Background: an optimization exercise with open tools, aiming at small area, a short achievable clock period and few clock cycles per item. Do not read the settings as production practice.
Where RTL was checked, it was by simulation tests only, not by an equivalence proof against the original.

==> inputs of job 3059 <==
Design qg_screen_lane, start of the top module:
module qg_screen_lane (
    input  wire         clk,
    input  wire         rst,
    input  wire         in_valid,
    output wire         in_ready,
    input  wire [1:0]   in_fmt,         
    input  wire         in_grey3,       
    input  wire         in_two_rowsets,
    input  wire [7:0]   in_p0,          
    input  wire [7:0]   in_ph,          
    input  wire [7:0]   in_pv,          
    input  wire [7:0]   in_phv,         
    input  wire [15:0]  in_gain,        
    input  wire [111:0] in_theta,       
    input  wire [15:0]  in_mask,        
    input  wire [8:0]   in_share,       
    input  wire         in_zone,        
    input  wire [10:0]  in_k,           
    input  wire [10:0]  in_s,           
    input  wire [11:0]  in_dots2_map,   
    output reg          out_valid,
    output reg  [2:0]   out_logical,
    output reg  [2:0]   out_level,
    output reg          out_rowset,
    output reg          out_pick_b,
    output reg          out_clip
);
export LEC_CHECK = 0
export CAP_MARGIN = 20
export CORE_MARGIN = 2
export CORE_UTILIZATION = 40
export PLACE_DENSITY = 0.6
export SLEW_MARGIN = 20
create_clock -name core_clock -period 48.0 [get_ports {clk}]
standard.sh (not shown) runs the stock make flow with config.mk's settings and CLKGATE_MAP_FILE= SYNTH_SCRIPT=/design/flow/synth_recipe.tcl, a recipe that flattens the netlist after the stock synthesis.
==> flow/flow/run.sh <==
#!/bin/bash
# Standard layout (standard.sh) with two changes: ABC maps with a delay
# target (flow/abc.script, through flow/synth.tcl), and ports get buf_2
# buffers instead of the default cell.
set -euo pipefail
W=$PWD
bash standard.sh finish SYNTH_SCRIPT=$W/flow/synth.tcl \
  "BUFFER_PORTS_ARGS=-buffer_cell sky130_fd_sc_hd__buf_2" SETUP_SLACK_MARGIN=37.3 > $W/standard.log 2>&1
==> flow/flow/abc.script <==
strash
dch
map -D 6000
buffer
upsize -D 6000
dnsize -D 6000
stime -p
==> flow/flow/synth.tcl <==
# synth_recipe.tcl with ABC's script swapped for flow/abc.script.
proc synth {args} { yosys synth -nofsm -noshare {*}$args }
set ::my_flow_dir [file dirname [file normalize [info script]]]
proc abc {args} {
  set i [lsearch -exact $args -script]
  if {$i >= 0} { set args [lreplace $args $i [expr {$i + 1}] -script $::my_flow_dir/abc.script] }
  set i [lsearch -exact $args -D]
  if {$i >= 0} { set args [lreplace $args $i [expr {$i + 1}]] }
  yosys abc {*}$args
}
source $::env(SCRIPTS_DIR)/synth.tcl
# left out here: clear keep_hierarchy, flatten, clean up, hide names made inside functions, write 1_2_yosys.v
==> inputs of job 5064, as changes to job 3059 <==
--- a/flow/flow/run.sh
+++ b/flow/flow/run.sh
@@ -6,3 +6,3 @@
 W=$PWD
 bash standard.sh finish SYNTH_SCRIPT=$W/flow/synth.tcl \
-  "BUFFER_PORTS_ARGS=-buffer_cell sky130_fd_sc_hd__buf_2" SETUP_SLACK_MARGIN=37.3 > $W/standard.log 2>&1
+  "BUFFER_PORTS_ARGS=-buffer_cell sky130_fd_sc_hd__buf_2" SETUP_SLACK_MARGIN=36 > $W/standard.log 2>&1
==> comparison table <==
                                                                   job 3059      job 5064
Wire length of the first global-routing pass                      105000 um     105000 um
Outcome                                    no timing/DRC/antenna violations  no timing/DRC/antenna violations
Share of post-route cells with drive strength above 1                 20.6%         14.1%
Sequential share of cell area                                         17.7%         18.5%
Final non-clock buffer share                                          7.06%         6.60%
Highest fanout seen on the critical path                                  5            11
Area added between synthesis and finish                               22.3%         17.1%
Sum of routed wire length over all layers                          69300 um      68200 um
Share of the clock period used by the worst path after layout         22.3%         23.9%
Minimum setup slack after placement                                35.15 ns      34.93 ns
Multi-input combinational cell area                            0.0142 sq mm  0.0135 sq mm
Overall via count from detail_route                                   18597         18607
GR Layer Usage met2                                                   46.1%         45.5%
Met1 layer usage reported by global route                             34.5%         35.2%
Number of buffers created by CTS                                         25            24
GRT Resource Usage Total                                              26.9%         26.6%
Met1 wire length                                                   28600 um      28800 um
Non-filler instance count after layout                                 3541          3509
Critical path depth                                                      47            53
Final Critical Period                                              10.72 ns      11.47 ns
Routed wl met2                                                     33200 um      32800 um
Clock network share of area                                           3.72%         3.66%
Final-layout clock buffer total                                          29            32
No functional check of the RTL was part of any run of this note.

---

==> run Y <==
Another version of the RTL of qg_screen_lane (not shown whole).
Settings: LEC_CHECK=0, CAP_MARGIN=20, CORE_MARGIN=2, CORE_UTILIZATION=50, CTS_BUF_LIST=sky130_fd_sc_hd__clkbuf_16, CTS_CLUSTER_DIAMETER=120, CTS_CLUSTER_SIZE=30, PLACE_DENSITY=0.7, SLEW_MARGIN=20; clock period 48.0 ns.
==> flow/flow/run.sh <==
#!/bin/bash
# The standard layout (standard.sh), with these changes:
#  - synthesis (flow/synth.tcl): the standard script, but Yosys's generic
#    ABC pass inside synth is skipped (-noabc), so that the full adders
#    written in the RTL are extracted without inverters around them, and the
#    final ABC mapping uses flow/abc.script;
#  - ports get buf_1 buffers;
#  - repair_timing aims at a slack of SETUP_SLACK_MARGIN below the 48 ns
#    clock, i.e. at the period the design can reach.
# make's output goes to standard.log; ORFS keeps each step's log in orfs/logs.
set -euo pipefail
W=$PWD
bash standard.sh finish SYNTH_SCRIPT=$W/flow/synth.tcl SYNTH_ARGS=-noabc \
  "BUFFER_PORTS_ARGS=-buffer_cell sky130_fd_sc_hd__buf_1" \
  SETUP_SLACK_MARGIN=37.3 > $W/standard.log 2>&1
==> flow/flow/abc.script <==
strash
dc2
dch -f
map -D 4000
buffer
upsize -D 4000
dnsize -D 4000
stime -p
Scripts as last shown in full above: flow/flow/synth.tcl
==> run K (differences from run Y) <==
--- a/flow/design.v
+++ b/flow/design.v
@@ -497,16 +497,16 @@
     assign {pt_c_240, pt_s_239} = {1'b0, pt_c_216} + {1'b0, pt_s_231} + {1'b0, pt_s_233};
     wire pt_c_242, pt_s_241;
     assign {pt_c_242, pt_s_241} = {1'b0, pt_s_235} + {1'b0, pt_c_218} + {1'b0, pt_s_237};
     wire pt_c_244, pt_s_243;
     assign {pt_c_244, pt_s_243} = {1'b0, pt_c_220} + {1'b0, pt_s_239} + {1'b0, pt_c_222};
     wire pt_c_246, pt_s_245;
     assign {pt_c_246, pt_s_245} = {1'b0, pt_c_224} + {1'b0, pt_s_241} + {1'b0, pt_s_243};
-    wire pt_hc_248, pt_h_247;
-    assign {pt_hc_248, pt_h_247} = {1'b0, pt_c_226} + {1'b0, pt_s_245};
+    wire pt_c_248, pt_s_247;
+    assign {pt_c_248, pt_s_247} = {1'b0, pt_c_226} + {1'b0, pt_s_245} + {1'b0, pt_c_228};
     wire pt_c_250, pt_s_249;
     assign {pt_c_250, pt_s_249} = {1'b0, 1'b1} + {1'b0, (u[9] & s1_gain[11])} + {1'b0, (u[8] & s1_gain[12])};
     wire pt_c_252, pt_s_251;
     assign {pt_c_252, pt_s_251} = {1'b0, booth[1].q[16]} + {1'b0, booth[2].q[14]} + {1'b0, booth[3].q[12]};
     wire pt_c_254, pt_s_253;
     assign {pt_c_254, pt_s_253} = {1'b0, booth[4].q[10]} + {1'b0, booth[5].q[8]} + {1'b0, booth[6].q[6]};
     wire pt_c_256, pt_s_255;
@@ -645,16 +645,16 @@
     assign {pt_c_388, pt_s_387} = {1'b0, pt_c_380} + {1'b0, pt_s_385} + {1'b0, pt_c_382};
     wire pt_c_390, pt_s_389;
     assign {pt_c_390, pt_s_389} = {1'b0, 1'b1} + {1'b0, booth[7].q[16]} + {1'b0, booth[8].q[14]};
     wire pt_hc_392, pt_h_391;
     assign {pt_hc_392, pt_h_391} = {1'b0, pt_c_386} + {1'b0, pt_s_389};
     wire pt_c_394, pt_s_393;
     assign {pt_c_394, pt_s_393} = {1'b0, ~booth[7].neg} + {1'b0, booth[8].q[15]} + {1'b0, pt_c_390};
-    wire [31:0] pt_x = {pt_hc_392, pt_c_388, pt_hc_384, pt_c_378, pt_hc_372, pt_c_364, pt_c_356, pt_hc_346, pt_c_334, pt_c_320, pt_hc_304, pt_c_286, pt_hc_268, pt_hc_248, pt_c_228, pt_c_210, pt_s_209, pt_c_174, pt_s_173, pt_c_144, pt_c_132, pt_c_120, pt_c_110, pt_c_100, pt_s_99, pt_c_86, pt_s_85, pt_s_79, pt_c_76, pt_s_75, booth[0].q[1], booth[0].q[0]};
-    wire [31:0] pt_y = {pt_s_393, pt_h_391, pt_s_387, pt_h_383, pt_s_377, pt_h_371, pt_s_363, pt_s_355, pt_h_345, pt_s_333, pt_s_319, pt_h_303, pt_s_285, pt_h_267, pt_h_247, pt_s_227, 1'b0, pt_h_191, 1'b0, pt_s_157, pt_s_143, pt_s_131, pt_s_119, pt_s_109, 1'b0, pt_s_91, 1'b0, pt_h_81, pt_h_77, 1'b0, 1'b0, booth[0].neg};
+    wire [31:0] pt_x = {pt_hc_392, pt_c_388, pt_hc_384, pt_c_378, pt_hc_372, pt_c_364, pt_c_356, pt_hc_346, pt_c_334, pt_c_320, pt_hc_304, pt_c_286, pt_hc_268, pt_c_248, pt_s_247, pt_c_210, pt_s_209, pt_c_174, pt_s_173, pt_c_144, pt_c_132, pt_c_120, pt_c_110, pt_c_100, pt_s_99, pt_c_86, pt_s_85, pt_s_79, pt_c_76, pt_s_75, booth[0].q[1], booth[0].q[0]};
+    wire [31:0] pt_y = {pt_s_393, pt_h_391, pt_s_387, pt_h_383, pt_s_377, pt_h_371, pt_s_363, pt_s_355, pt_h_345, pt_s_333, pt_s_319, pt_h_303, pt_s_285, pt_h_267, 1'b0, pt_s_227, 1'b0, pt_h_191, 1'b0, pt_s_157, pt_s_143, pt_s_131, pt_s_119, pt_s_109, 1'b0, pt_s_91, 1'b0, pt_h_81, pt_h_77, 1'b0, 1'b0, booth[0].neg};
     wire [31:0] prod = pt_x + pt_y;
     wire        clip   = prod[31] | prod[30];
     wire [15:0] e_full = prod[29:14];
     wire [15:0] e_sat  = e_full | {16{clip}};      
     wire [6:0]  use_k  = {{4{s1_grey3}}, 3'b111};
     wire [6:0]  gt_t, gt_e;
     genvar k;
@@ -702,42 +702,42 @@
     assign {pk_c_416, pk_s_415} = {1'b0, pk_pp[0][4]} + {1'b0, pk_pp[1][3]} + {1'b0, pk_pp[2][2]};
     wire pk_c_418, pk_s_417;
     assign {pk_c_418, pk_s_417} = {1'b0, pk_pp[3][1]} + {1'b0, pk_pp[4][0]} + {1'b0, s1_rank[4]};
     wire pk_c_420, pk_s_419;
     assign {pk_c_420, pk_s_419} = {1'b0, s1_s[4]} + {1'b0, pk_c_408} + {1'b0, pk_c_410};
     wire pk_c_422, pk_s_421;
     assign {pk_c_422, pk_s_421} = {1'b0, pk_s_415} + {1'b0, pk_s_417} + {1'b0, pk_c_412};
-    wire pk_hc_424, pk_h_423;
-    assign {pk_hc_424, pk_h_423} = {1'b0, pk_s_419} + {1'b0, pk_hc_414};
+    wire pk_c_424, pk_s_423;
+    assign {pk_c_424, pk_s_423} = {1'b0, pk_s_419} + {1'b0, pk_hc_414} + {1'b0, pk_s_421};
     wire pk_c_426, pk_s_425;
     assign {pk_c_426, pk_s_425} = {1'b0, pk_pp[0][5]} + {1'b0, pk_pp[1][4]} + {1'b0, pk_pp[2][3]};
     wire pk_c_428, pk_s_427;
     assign {pk_c_428, pk_s_427} = {1'b0, pk_pp[3][2]} + {1'b0, pk_pp[4][1]} + {1'b0, pk_pp[5][0]};
     wire pk_c_430, pk_s_429;
     assign {pk_c_430, pk_s_429} = {1'b0, s1_rank[5]} + {1'b0, s1_s[5]} + {1'b0, pk_c_416};
     wire pk_c_432, pk_s_431;
     assign {pk_c_432, pk_s_431} = {1'b0, pk_c_418} + {1'b0, pk_s_425} + {1'b0, pk_s_427};
     wire pk_c_434, pk_s_433;
     assign {pk_c_434, pk_s_433} = {1'b0, pk_c_420} + {1'b0, pk_s_429} + {1'b0, pk_s_431};
-    wire pk_c_436, pk_s_435;
-    assign {pk_c_436, pk_s_435} = {1'b0, pk_c_422} + {1'b0, pk_s_433} + {1'b0, pk_hc_424};
+    wire pk_hc_436, pk_h_435;
+    assign {pk_hc_436, pk_h_435} = {1'b0, pk_c_422} + {1'b0, pk_s_433};
     wire pk_c_438, pk_s_437;
     assign {pk_c_438, pk_s_437} = {1'b0, pk_pp[0][6]} + {1'b0, pk_pp[1][5]} + {1'b0, pk_pp[2][4]};
     wire pk_c_440, pk_s_439;
     assign {pk_c_440, pk_s_439} = {1'b0, pk_pp[3][3]} + {1'b0, pk_pp[4][2]} + {1'b0, pk_pp[5][1]};
     wire pk_c_442, pk_s_441;
     assign {pk_c_442, pk_s_441} = {1'b0, pk_pp[6][0]} + {1'b0, s1_rank[6]} + {1'b0, s1_s[6]};
     wire pk_c_444, pk_s_443;
     assign {pk_c_444, pk_s_443} = {1'b0, pk_c_426} + {1'b0, pk_c_428} + {1'b0, pk_s_437};
     wire pk_c_446, pk_s_445;
     assign {pk_c_446, pk_s_445} = {1'b0, pk_s_439} + {1'b0, pk_s_441} + {1'b0, pk_c_430};
     wire pk_c_448, pk_s_447;
     assign {pk_c_448, pk_s_447} = {1'b0, pk_c_432} + {1'b0, pk_s_443} + {1'b0, pk_s_445};
     wire pk_c_450, pk_s_449;
-    assign {pk_c_450, pk_s_449} = {1'b0, pk_c_434} + {1'b0, pk_s_447} + {1'b0, pk_c_436};
+    assign {pk_c_450, pk_s_449} = {1'b0, pk_c_434} + {1'b0, pk_hc_436} + {1'b0, pk_s_447};
     wire pk_c_452, pk_s_451;
     assign {pk_c_452, pk_s_451} = {1'b0, pk_pp[0][7]} + {1'b0, pk_pp[1][6]} + {1'b0, pk_pp[2][5]};
     wire pk_c_454, pk_s_453;
     assign {pk_c_454, pk_s_453} = {1'b0, pk_pp[3][4]} + {1'b0, pk_pp[4][3]} + {1'b0, pk_pp[5][2]};
     wire pk_c_456, pk_s_455;
     assign {pk_c_456, pk_s_455} = {1'b0, pk_pp[6][1]} + {1'b0, pk_pp[7][0]} + {1'b0, s1_rank[7]};
     wire pk_c_458, pk_s_457;
@@ -850,16 +850,16 @@
     assign {pk_hc_564, pk_h_563} = {1'b0, pk_s_561} + {1'b0, pk_c_556};
     wire pk_c_566, pk_s_565;
     assign {pk_c_566, pk_s_565} = {1'b0, pk_m9[7]} + {1'b0, ~s1_k[8]} + {1'b0, pk_c_560};
     wire pk_hc_568, pk_h_567;
     assign {pk_hc_568, pk_h_567} = {1'b0, pk_s_565} + {1'b0, pk_c_562};
     wire pk_c_570, pk_s_569;
     assign {pk_c_570, pk_s_569} = {1'b0, pk_pp[7][10]} + {1'b0, ~s1_k[9]} + {1'b0, pk_c_566};
-    wire [19:0] pk_x = {1'b1, pk_c_570, pk_hc_568, pk_hc_564, pk_hc_558, pk_hc_550, pk_hc_540, pk_hc_528, pk_hc_514, pk_c_498, pk_c_482, pk_hc_466, pk_c_450, pk_s_449, pk_s_435, pk_s_421, pk_c_406, pk_s_405, pk_s_399, pk_s_395};
-    wire [19:0] pk_y = {1'b0, 1'b1, pk_s_569, pk_h_567, pk_h_563, pk_h_557, pk_h_549, pk_h_539, pk_h_527, pk_h_513, pk_s_497, pk_s_481, pk_h_465, 1'b0, 1'b0, pk_h_423, pk_h_413, 1'b0, 1'b0, 1'b0};
+    wire [19:0] pk_x = {1'b1, pk_c_570, pk_hc_568, pk_hc_564, pk_hc_558, pk_hc_550, pk_hc_540, pk_hc_528, pk_hc_514, pk_c_498, pk_c_482, pk_hc_466, pk_c_450, pk_s_449, pk_c_424, pk_s_423, pk_c_406, pk_s_405, pk_s_399, pk_s_395};
+    wire [19:0] pk_y = {1'b0, 1'b1, pk_s_569, pk_h_567, pk_h_563, pk_h_557, pk_h_549, pk_h_539, pk_h_527, pk_h_513, pk_s_497, pk_s_481, pk_h_465, 1'b0, pk_h_435, 1'b0, pk_h_413, 1'b0, 1'b0, 1'b0};
     wire [19:0] pk_c;
     assign pk_c[0] = 1'b0;
     generate
         for (m = 0; m < 19; m = m + 1) begin : pkc
             assign pk_c[m+1] = (pk_x[m] & pk_y[m]) | (pk_x[m] & pk_c[m]) | (pk_y[m] & pk_c[m]);
         end
     endgenerate
--- a/flow/config.mk
+++ b/flow/config.mk
@@ -7,9 +7,10 @@
 export LEC_CHECK = 0
 export CAP_MARGIN = 20
 export CORE_MARGIN = 2
 export CORE_UTILIZATION = 50
 export CTS_BUF_LIST = sky130_fd_sc_hd__clkbuf_16
 export CTS_CLUSTER_DIAMETER = 120
 export CTS_CLUSTER_SIZE = 30
+export GPL_TIMING_DRIVEN = 0
 export PLACE_DENSITY = 0.7
 export SLEW_MARGIN = 20
==> run X (differences from run Y) <==
--- a/flow/design.v
+++ b/flow/design.v
@@ -497,16 +497,16 @@
     assign {pt_c_240, pt_s_239} = {1'b0, pt_c_216} + {1'b0, pt_s_231} + {1'b0, pt_s_233};
     wire pt_c_242, pt_s_241;
     assign {pt_c_242, pt_s_241} = {1'b0, pt_s_235} + {1'b0, pt_c_218} + {1'b0, pt_s_237};
     wire pt_c_244, pt_s_243;
     assign {pt_c_244, pt_s_243} = {1'b0, pt_c_220} + {1'b0, pt_s_239} + {1'b0, pt_c_222};
     wire pt_c_246, pt_s_245;
     assign {pt_c_246, pt_s_245} = {1'b0, pt_c_224} + {1'b0, pt_s_241} + {1'b0, pt_s_243};
-    wire pt_hc_248, pt_h_247;
-    assign {pt_hc_248, pt_h_247} = {1'b0, pt_c_226} + {1'b0, pt_s_245};
+    wire pt_c_248, pt_s_247;
+    assign {pt_c_248, pt_s_247} = {1'b0, pt_c_226} + {1'b0, pt_s_245} + {1'b0, pt_c_228};
     wire pt_c_250, pt_s_249;
     assign {pt_c_250, pt_s_249} = {1'b0, 1'b1} + {1'b0, (u[9] & s1_gain[11])} + {1'b0, (u[8] & s1_gain[12])};
     wire pt_c_252, pt_s_251;
     assign {pt_c_252, pt_s_251} = {1'b0, booth[1].q[16]} + {1'b0, booth[2].q[14]} + {1'b0, booth[3].q[12]};
     wire pt_c_254, pt_s_253;
     assign {pt_c_254, pt_s_253} = {1'b0, booth[4].q[10]} + {1'b0, booth[5].q[8]} + {1'b0, booth[6].q[6]};
     wire pt_c_256, pt_s_255;
@@ -645,16 +645,16 @@
     assign {pt_c_388, pt_s_387} = {1'b0, pt_c_380} + {1'b0, pt_s_385} + {1'b0, pt_c_382};
     wire pt_c_390, pt_s_389;
     assign {pt_c_390, pt_s_389} = {1'b0, 1'b1} + {1'b0, booth[7].q[16]} + {1'b0, booth[8].q[14]};
     wire pt_hc_392, pt_h_391;
     assign {pt_hc_392, pt_h_391} = {1'b0, pt_c_386} + {1'b0, pt_s_389};
     wire pt_c_394, pt_s_393;
     assign {pt_c_394, pt_s_393} = {1'b0, ~booth[7].neg} + {1'b0, booth[8].q[15]} + {1'b0, pt_c_390};
-    wire [31:0] pt_x = {pt_hc_392, pt_c_388, pt_hc_384, pt_c_378, pt_hc_372, pt_c_364, pt_c_356, pt_hc_346, pt_c_334, pt_c_320, pt_hc_304, pt_c_286, pt_hc_268, pt_hc_248, pt_c_228, pt_c_210, pt_s_209, pt_c_174, pt_s_173, pt_c_144, pt_c_132, pt_c_120, pt_c_110, pt_c_100, pt_s_99, pt_c_86, pt_s_85, pt_s_79, pt_c_76, pt_s_75, booth[0].q[1], booth[0].q[0]};
-    wire [31:0] pt_y = {pt_s_393, pt_h_391, pt_s_387, pt_h_383, pt_s_377, pt_h_371, pt_s_363, pt_s_355, pt_h_345, pt_s_333, pt_s_319, pt_h_303, pt_s_285, pt_h_267, pt_h_247, pt_s_227, 1'b0, pt_h_191, 1'b0, pt_s_157, pt_s_143, pt_s_131, pt_s_119, pt_s_109, 1'b0, pt_s_91, 1'b0, pt_h_81, pt_h_77, 1'b0, 1'b0, booth[0].neg};
+    wire [31:0] pt_x = {pt_hc_392, pt_c_388, pt_hc_384, pt_c_378, pt_hc_372, pt_c_364, pt_c_356, pt_hc_346, pt_c_334, pt_c_320, pt_hc_304, pt_c_286, pt_hc_268, pt_c_248, pt_s_247, pt_c_210, pt_s_209, pt_c_174, pt_s_173, pt_c_144, pt_c_132, pt_c_120, pt_c_110, pt_c_100, pt_s_99, pt_c_86, pt_s_85, pt_s_79, pt_c_76, pt_s_75, booth[0].q[1], booth[0].q[0]};
+    wire [31:0] pt_y = {pt_s_393, pt_h_391, pt_s_387, pt_h_383, pt_s_377, pt_h_371, pt_s_363, pt_s_355, pt_h_345, pt_s_333, pt_s_319, pt_h_303, pt_s_285, pt_h_267, 1'b0, pt_s_227, 1'b0, pt_h_191, 1'b0, pt_s_157, pt_s_143, pt_s_131, pt_s_119, pt_s_109, 1'b0, pt_s_91, 1'b0, pt_h_81, pt_h_77, 1'b0, 1'b0, booth[0].neg};
     wire [31:0] prod = pt_x + pt_y;
     wire        clip   = prod[31] | prod[30];
     wire [15:0] e_full = prod[29:14];
     wire [15:0] e_sat  = e_full | {16{clip}};      
     wire [6:0]  use_k  = {{4{s1_grey3}}, 3'b111};
     wire [6:0]  gt_t, gt_e;
     genvar k;
@@ -702,42 +702,42 @@
     assign {pk_c_416, pk_s_415} = {1'b0, pk_pp[0][4]} + {1'b0, pk_pp[1][3]} + {1'b0, pk_pp[2][2]};
     wire pk_c_418, pk_s_417;
     assign {pk_c_418, pk_s_417} = {1'b0, pk_pp[3][1]} + {1'b0, pk_pp[4][0]} + {1'b0, s1_rank[4]};
     wire pk_c_420, pk_s_419;
     assign {pk_c_420, pk_s_419} = {1'b0, s1_s[4]} + {1'b0, pk_c_408} + {1'b0, pk_c_410};
     wire pk_c_422, pk_s_421;
     assign {pk_c_422, pk_s_421} = {1'b0, pk_s_415} + {1'b0, pk_s_417} + {1'b0, pk_c_412};
-    wire pk_hc_424, pk_h_423;
-    assign {pk_hc_424, pk_h_423} = {1'b0, pk_s_419} + {1'b0, pk_hc_414};
+    wire pk_c_424, pk_s_423;
+    assign {pk_c_424, pk_s_423} = {1'b0, pk_s_419} + {1'b0, pk_hc_414} + {1'b0, pk_s_421};
     wire pk_c_426, pk_s_425;
     assign {pk_c_426, pk_s_425} = {1'b0, pk_pp[0][5]} + {1'b0, pk_pp[1][4]} + {1'b0, pk_pp[2][3]};
     wire pk_c_428, pk_s_427;
     assign {pk_c_428, pk_s_427} = {1'b0, pk_pp[3][2]} + {1'b0, pk_pp[4][1]} + {1'b0, pk_pp[5][0]};
     wire pk_c_430, pk_s_429;
     assign {pk_c_430, pk_s_429} = {1'b0, s1_rank[5]} + {1'b0, s1_s[5]} + {1'b0, pk_c_416};
     wire pk_c_432, pk_s_431;
     assign {pk_c_432, pk_s_431} = {1'b0, pk_c_418} + {1'b0, pk_s_425} + {1'b0, pk_s_427};
     wire pk_c_434, pk_s_433;
     assign {pk_c_434, pk_s_433} = {1'b0, pk_c_420} + {1'b0, pk_s_429} + {1'b0, pk_s_431};
-    wire pk_c_436, pk_s_435;
-    assign {pk_c_436, pk_s_435} = {1'b0, pk_c_422} + {1'b0, pk_s_433} + {1'b0, pk_hc_424};
+    wire pk_hc_436, pk_h_435;
+    assign {pk_hc_436, pk_h_435} = {1'b0, pk_c_422} + {1'b0, pk_s_433};
     wire pk_c_438, pk_s_437;
     assign {pk_c_438, pk_s_437} = {1'b0, pk_pp[0][6]} + {1'b0, pk_pp[1][5]} + {1'b0, pk_pp[2][4]};
     wire pk_c_440, pk_s_439;
     assign {pk_c_440, pk_s_439} = {1'b0, pk_pp[3][3]} + {1'b0, pk_pp[4][2]} + {1'b0, pk_pp[5][1]};
     wire pk_c_442, pk_s_441;
     assign {pk_c_442, pk_s_441} = {1'b0, pk_pp[6][0]} + {1'b0, s1_rank[6]} + {1'b0, s1_s[6]};
     wire pk_c_444, pk_s_443;
     assign {pk_c_444, pk_s_443} = {1'b0, pk_c_426} + {1'b0, pk_c_428} + {1'b0, pk_s_437};
     wire pk_c_446, pk_s_445;
     assign {pk_c_446, pk_s_445} = {1'b0, pk_s_439} + {1'b0, pk_s_441} + {1'b0, pk_c_430};
     wire pk_c_448, pk_s_447;
     assign {pk_c_448, pk_s_447} = {1'b0, pk_c_432} + {1'b0, pk_s_443} + {1'b0, pk_s_445};
     wire pk_c_450, pk_s_449;
-    assign {pk_c_450, pk_s_449} = {1'b0, pk_c_434} + {1'b0, pk_s_447} + {1'b0, pk_c_436};
+    assign {pk_c_450, pk_s_449} = {1'b0, pk_c_434} + {1'b0, pk_hc_436} + {1'b0, pk_s_447};
     wire pk_c_452, pk_s_451;
     assign {pk_c_452, pk_s_451} = {1'b0, pk_pp[0][7]} + {1'b0, pk_pp[1][6]} + {1'b0, pk_pp[2][5]};
     wire pk_c_454, pk_s_453;
     assign {pk_c_454, pk_s_453} = {1'b0, pk_pp[3][4]} + {1'b0, pk_pp[4][3]} + {1'b0, pk_pp[5][2]};
     wire pk_c_456, pk_s_455;
     assign {pk_c_456, pk_s_455} = {1'b0, pk_pp[6][1]} + {1'b0, pk_pp[7][0]} + {1'b0, s1_rank[7]};
     wire pk_c_458, pk_s_457;
@@ -850,16 +850,16 @@
     assign {pk_hc_564, pk_h_563} = {1'b0, pk_s_561} + {1'b0, pk_c_556};
     wire pk_c_566, pk_s_565;
     assign {pk_c_566, pk_s_565} = {1'b0, pk_m9[7]} + {1'b0, ~s1_k[8]} + {1'b0, pk_c_560};
     wire pk_hc_568, pk_h_567;
     assign {pk_hc_568, pk_h_567} = {1'b0, pk_s_565} + {1'b0, pk_c_562};
     wire pk_c_570, pk_s_569;
     assign {pk_c_570, pk_s_569} = {1'b0, pk_pp[7][10]} + {1'b0, ~s1_k[9]} + {1'b0, pk_c_566};
-    wire [19:0] pk_x = {1'b1, pk_c_570, pk_hc_568, pk_hc_564, pk_hc_558, pk_hc_550, pk_hc_540, pk_hc_528, pk_hc_514, pk_c_498, pk_c_482, pk_hc_466, pk_c_450, pk_s_449, pk_s_435, pk_s_421, pk_c_406, pk_s_405, pk_s_399, pk_s_395};
-    wire [19:0] pk_y = {1'b0, 1'b1, pk_s_569, pk_h_567, pk_h_563, pk_h_557, pk_h_549, pk_h_539, pk_h_527, pk_h_513, pk_s_497, pk_s_481, pk_h_465, 1'b0, 1'b0, pk_h_423, pk_h_413, 1'b0, 1'b0, 1'b0};
+    wire [19:0] pk_x = {1'b1, pk_c_570, pk_hc_568, pk_hc_564, pk_hc_558, pk_hc_550, pk_hc_540, pk_hc_528, pk_hc_514, pk_c_498, pk_c_482, pk_hc_466, pk_c_450, pk_s_449, pk_c_424, pk_s_423, pk_c_406, pk_s_405, pk_s_399, pk_s_395};
+    wire [19:0] pk_y = {1'b0, 1'b1, pk_s_569, pk_h_567, pk_h_563, pk_h_557, pk_h_549, pk_h_539, pk_h_527, pk_h_513, pk_s_497, pk_s_481, pk_h_465, 1'b0, pk_h_435, 1'b0, pk_h_413, 1'b0, 1'b0, 1'b0};
     wire [19:0] pk_c;
     assign pk_c[0] = 1'b0;
     generate
         for (m = 0; m < 19; m = m + 1) begin : pkc
             assign pk_c[m+1] = (pk_x[m] & pk_y[m]) | (pk_x[m] & pk_c[m]) | (pk_y[m] & pk_c[m]);
         end
     endgenerate
==> summary of the runs <==
Clock-buffer cell count: run Y is lower than run K (2). Synthesized cell count: run Y is larger than run X (about 2.2%). Run X produced a clean layout. Run K finished clean. Run Y completed without violations. In design area, run K and run Y hardly differ. First-iteration DRC count: run Y > run X > run K.
==> figures <==
Run status: run Y complete, no violations; run K complete, no violations; run X complete, no violations
Worst hold slack after final layout: run Y 339 ps; run K 339 ps; run X 338 ps
# clk buffers: run Y 11; run K 13; run X 11
Total via count in the routed design: run Y 16600; run K 16300; run X 16100
M1 WL: run Y 21700 um; run K 22100 um; run X 21700 um
Worst slack after detailed placement: run Y 36450 ps; run K 35880 ps; run X 36370 ps
Fraction of area in non-clock buffers: run Y 0.0715; run K 0.0776; run X 0.0774
Slowest cell on crit path: run Y dfxtp_1; run K fa_1; run X dfxtp_1
Die Span Y: run Y 195 um; run K 194 um; run X 194 um
Testbench counts of run K, summed over its fixed seeds: cycles 40,008, items 40,000.
Testbench counts of run X, summed over its fixed seeds: cycles 40,008, items 40,000.
Function not checked in run Y: the RTL went through the layout flow alone.

-- afterwards: timing with drivers on the ports --
Ports are ideal in the flow. The routed layouts listed here were re-timed in OpenROAD.
Step 1 sets driving cells, clkbuf_16 on the clock port and buf_2 on the other inputs (assumed; they add their load-dependent delay and slew).
Step 2 moves the port delays by t, midway between the first and last clock arrival at a register: inputs arrive t later, outputs are due t later. That takes back most of the time a late clock gives input paths.
Three values: no drivers, after step 1, after step 2; two values: the first two.
run	shift t [ns]	setup slack, ns	clock arrival spread, ns
job 3059	0.598	37.283 / 37.283 / 36.865	0.036 / 0.036
job 5064	0.598	36.530 / 36.530 / 36.530	0.027 / 0.026
run Y	0.538	37.407 / 37.350 / 36.971	0.025 / 0.025
run K	0.546	37.394 / 37.345 / 36.881	0.029 / 0.029
run X	0.541	37.405 / 37.349 / 36.925	0.029 / 0.028
After both steps setup and hold are still met in every run listed. For run K, which loses most, drivers alone change the setup slack by -0.049 ns; drivers and shift together by -0.513 ns.
